What follows belongs to an exercise in optimizing a design on an open flow for small area, a short achievable clock period and few clock cycles; a production flow would make more cautious choices. Where RTL was checked, it was by simulation tests only, not by an equivalence proof against the original. Power and IR drop assume default switching activity.

## turf_dec
module turf_dec (
    input  wire       clk,
    input  wire       rst,         
    input  wire       start,       
    input  wire [6:0] width_m1,    
    input  wire       in_valid,
    input  wire [7:0] in_data,
    output wire       in_ready,
    output reg        out_valid,
    output reg  [7:0] out_data,
    output reg        out_last,    
    input  wire       out_ready,
    output wire       err
);
    localparam QN = 2;             
    localparam QW = 1;             
    localparam [1:0] G_LIT = 2'd0,   
                     G_ABV = 2'd2,   
                     G_DLT = 2'd3;   
    localparam [2:0] P_IDLE = 3'd0,
                     P_HDR  = 3'd1,    
                     P_RAW  = 3'd2,    
                     P_TOK  = 3'd3,    
                     P_EXT  = 3'd4,    
                     P_LIT  = 3'd5,    
                     P_REPV = 3'd6,    
                     P_DLT  = 3'd7;    
    reg  [6:0] wm;                 
    reg        bv, skv;
    reg  [7:0] bd, sk;
    reg        p_pop;
    reg        irdy;               
    assign in_ready = irdy;
    wire   take     = in_valid && irdy;
    wire   skv_n    = !(rst || start) && !(!bv || p_pop) && (skv || take);
    always @(posedge clk) begin
        skv  <= skv_n;
        irdy <= !skv_n;
        if (rst || start) begin
            bv <= 1'b0;
        end else begin
            if (!bv || p_pop) begin
                bv <= skv || take;
                bd <= skv ? sk : in_data;
            end else if (take)
                sk <= in_data;
        end
    end
    reg  [2:0] ps;
    reg        perr;
    reg  [1:0] hcnt;
    reg  [8:0] brem;               
    reg        big;                
    reg  [7:0] xr;                 
    reg  [6:0] tokl;               
    reg  [1:0] ttyp;
    reg  [6:0] tq;                 
    reg        dodd;               
  ...
export LEC_CHECK = 0
export ABC_AREA = 1
export CAP_MARGIN = 20
export CORE_MARGIN = 2
export CORE_UTILIZATION = 55
export CTS_BUF_LIST = sky130_fd_sc_hd__clkbuf_16
export CTS_CLUSTER_DIAMETER = 100
export CTS_CLUSTER_SIZE = 30
export PLACE_DENSITY = 0.7
export SLEW_MARGIN = 20
create_clock -name core_clock -period 8.0 [get_ports {clk}]
standard.sh (not shown) runs the stock make flow with config.mk's settings and CLKGATE_MAP_FILE= SYNTH_SCRIPT=/design/flow/synth_recipe.tcl, a recipe that flattens the netlist after the stock synthesis.
==> flow/flow/run.sh <==
#!/bin/bash
# Standard layout, with timing repair aimed at a larger setup slack than
# config.mk's settings allow. Each tool's full output goes to its own log.
set -euo pipefail
bash standard.sh SETUP_SLACK_MARGIN=5.3 synth > make_synth.log 2>&1
bash standard.sh SETUP_SLACK_MARGIN=5.3 finish > make_finish.log 2>&1
The baseline produced a clean layout.
Then changed:
==> flow/flow/run.sh (replaced) <==
#!/bin/bash
# Standard layout, with timing repair aimed at a larger setup slack than
# config.mk's settings allow. Each tool's full output goes to its own log.
set -euo pipefail
bash standard.sh SETUP_SLACK_MARGIN=5.4 synth > make_synth.log 2>&1
bash standard.sh SETUP_SLACK_MARGIN=5.4 finish > make_finish.log 2>&1
--- a/flow/config.mk
+++ b/flow/config.mk
@@ -8 +8 @@
-export ABC_AREA = 1
+export ABC_CLOCK_PERIOD_IN_PS = 2700
Effect: Power rises by 3.2%; utilization rises by 0.24 points; non-clock buffer count rises by 27; cell count falls by 7.9%; global-route usage rises by 0.20 points; design area rises by 0.40%; combinational power rises by 52%; via count falls by 3.4%; first-iteration DRC count falls by 6.2%.
Function was not checked in any run of this note: the RTL went through the layout flow alone.


Setup of lane 1:
Another version of the RTL of turf_dec (not shown whole).
For scale: roughly 2100 cells after synthesis, roughly 32 I/O pins.
Settings: LEC_CHECK=0, ABC_CLOCK_PERIOD_IN_PS=2700, CAP_MARGIN=20, CORE_MARGIN=2, CORE_UTILIZATION=55, CTS_BUF_LIST=sky130_fd_sc_hd__clkbuf_16, CTS_CLUSTER_DIAMETER=100, CTS_CLUSTER_SIZE=30, PLACE_DENSITY=0.7, SLEW_MARGIN=20; clock period 8.0 ns.
==> flow/flow/run.sh <==
#!/bin/bash
# Standard layout, with timing repair aimed at a larger setup slack than
# config.mk's settings allow, and a flatter clock tree. Each tool's full
# output goes to its own log.
set -euo pipefail
M=SETUP_SLACK_MARGIN=5.3
C="CTS_ARGS=-sink_clustering_enable -repair_clock_nets -sink_clustering_size 30 -sink_clustering_max_diameter 100 -buf_list sky130_fd_sc_hd__clkbuf_16 -root_buf sky130_fd_sc_hd__clkbuf_16 -sink_clustering_levels 1 -num_static_layers 1"
bash standard.sh $M "$C" synth > make_synth.log 2>&1
bash standard.sh $M "$C" finish > make_finish.log 2>&1
Testbench counts of lane 1, summed over its fixed seeds: cycles 66,280.
## Diff of input files: lane 5 against lane 1
- putting ABC_AREA at 1 where nothing was set
- clearing ABC_CLOCK_PERIOD_IN_PS, which used to be 2700
==> flow/flow/run.sh <==
#!/bin/bash
# Standard layout, with timing repair aimed at a larger setup slack than
# config.mk's settings allow and the pixel output ports kept on one edge.
# Each tool's full output goes to its own log.
set -euo pipefail
K=("SETUP_SLACK_MARGIN=5.3" "IO_CONSTRAINTS=$PWD/flow/io.tcl")
bash standard.sh "${K[@]}" synth > make_synth.log 2>&1
bash standard.sh "${K[@]}" finish > make_finish.log 2>&1
==> flow/flow/io.tcl (new file) <==
# Keep the pixel output port and its handshake together on the bottom edge.
set_io_pin_constraint -pin_names {out_valid out_ready out_last out_data[0] out_data[1] out_data[2] out_data[3] out_data[4] out_data[5] out_data[6] out_data[7]} -region bottom:*
==> comparison <==
Lane 5 ran to completion and came out clean on the timing, design-rule and antenna checks.
Of the two values seen for critical path launch point, out_valid$_DFF_P_ was produced by lane 5 and okv$_SDFFE_PP0P_ by lane 1.
Wire length down 1.4% in lane 5 wrt lane 1
[compare] base=lane 1 new=lane 5: die area went down 0.32%; met3 track demand over resource was more or less identical; worst setup slack increased by 64 ps relative to the old numbers.
Compared with lane 1, in lane 5 total power down 1.8%, number of cells on the worst reg-to-reg path up 7, clock-net power down about 3%.
Part of the total power dissipated in combinational logic: lane 5 vs lane 1 down 0.3 points
| length of routed met2 wiring | lane 1 vs lane 5 | ≈ equal |
Between lane 1 and lane 5, the difference in arithmetic-cell share of the synthesized area counting full adders, half adders and majority gates is negligible.
Looking at critical path depth, lane 5 sits 2 lower than lane 1 does.

static timing again, ports no longer ideal:
Ports are ideal in the flow. The routed layouts listed here were re-timed in OpenROAD. Step 1 (the two cells are an assumption about what drives the block):
set clk [get_ports {clk}]
set_driving_cell -lib_cell sky130_fd_sc_hd__clkbuf_16 $clk
set_driving_cell -lib_cell sky130_fd_sc_hd__buf_2 [delete_from_list [all_inputs] $clk]
Step 2 also shifts input and output timing later by t, the mid clock arrival at the registers, as if the neighbouring blocks saw the same clock. Three values: no drivers, after step 1, after step 2; two values: the first two.
| run | t (ns) | setup slack, ns | worst setup path after step 2 | clock arrival spread, ns | worst register clock-pin slew, ns |
|---|---|---|---|---|---|
| the first run of note 1 | 0.682 | 5.136 / 5.074 / 4.720 | input to register | 0.046 / 0.046 | 0.11 / 0.11 |
| the second run of note 1 | 0.683 | 4.920 / 4.920 / 4.660 | input to register | 0.033 / 0.033 | 0.12 / 0.12 |
| lane 1 | 0.685 | 5.235 / 5.178 / 4.682 | input to register | 0.046 / 0.046 | 0.12 / 0.12 |
| lane 5 | 0.679 | 5.299 / 5.235 / 4.733 | input to register | 0.023 / 0.024 | 0.11 / 0.11 |
After both steps every run listed still meets setup and hold. The setup slack of lane 5, which loses most, moves by -0.064 ns with the drivers and by -0.566 ns with both steps.
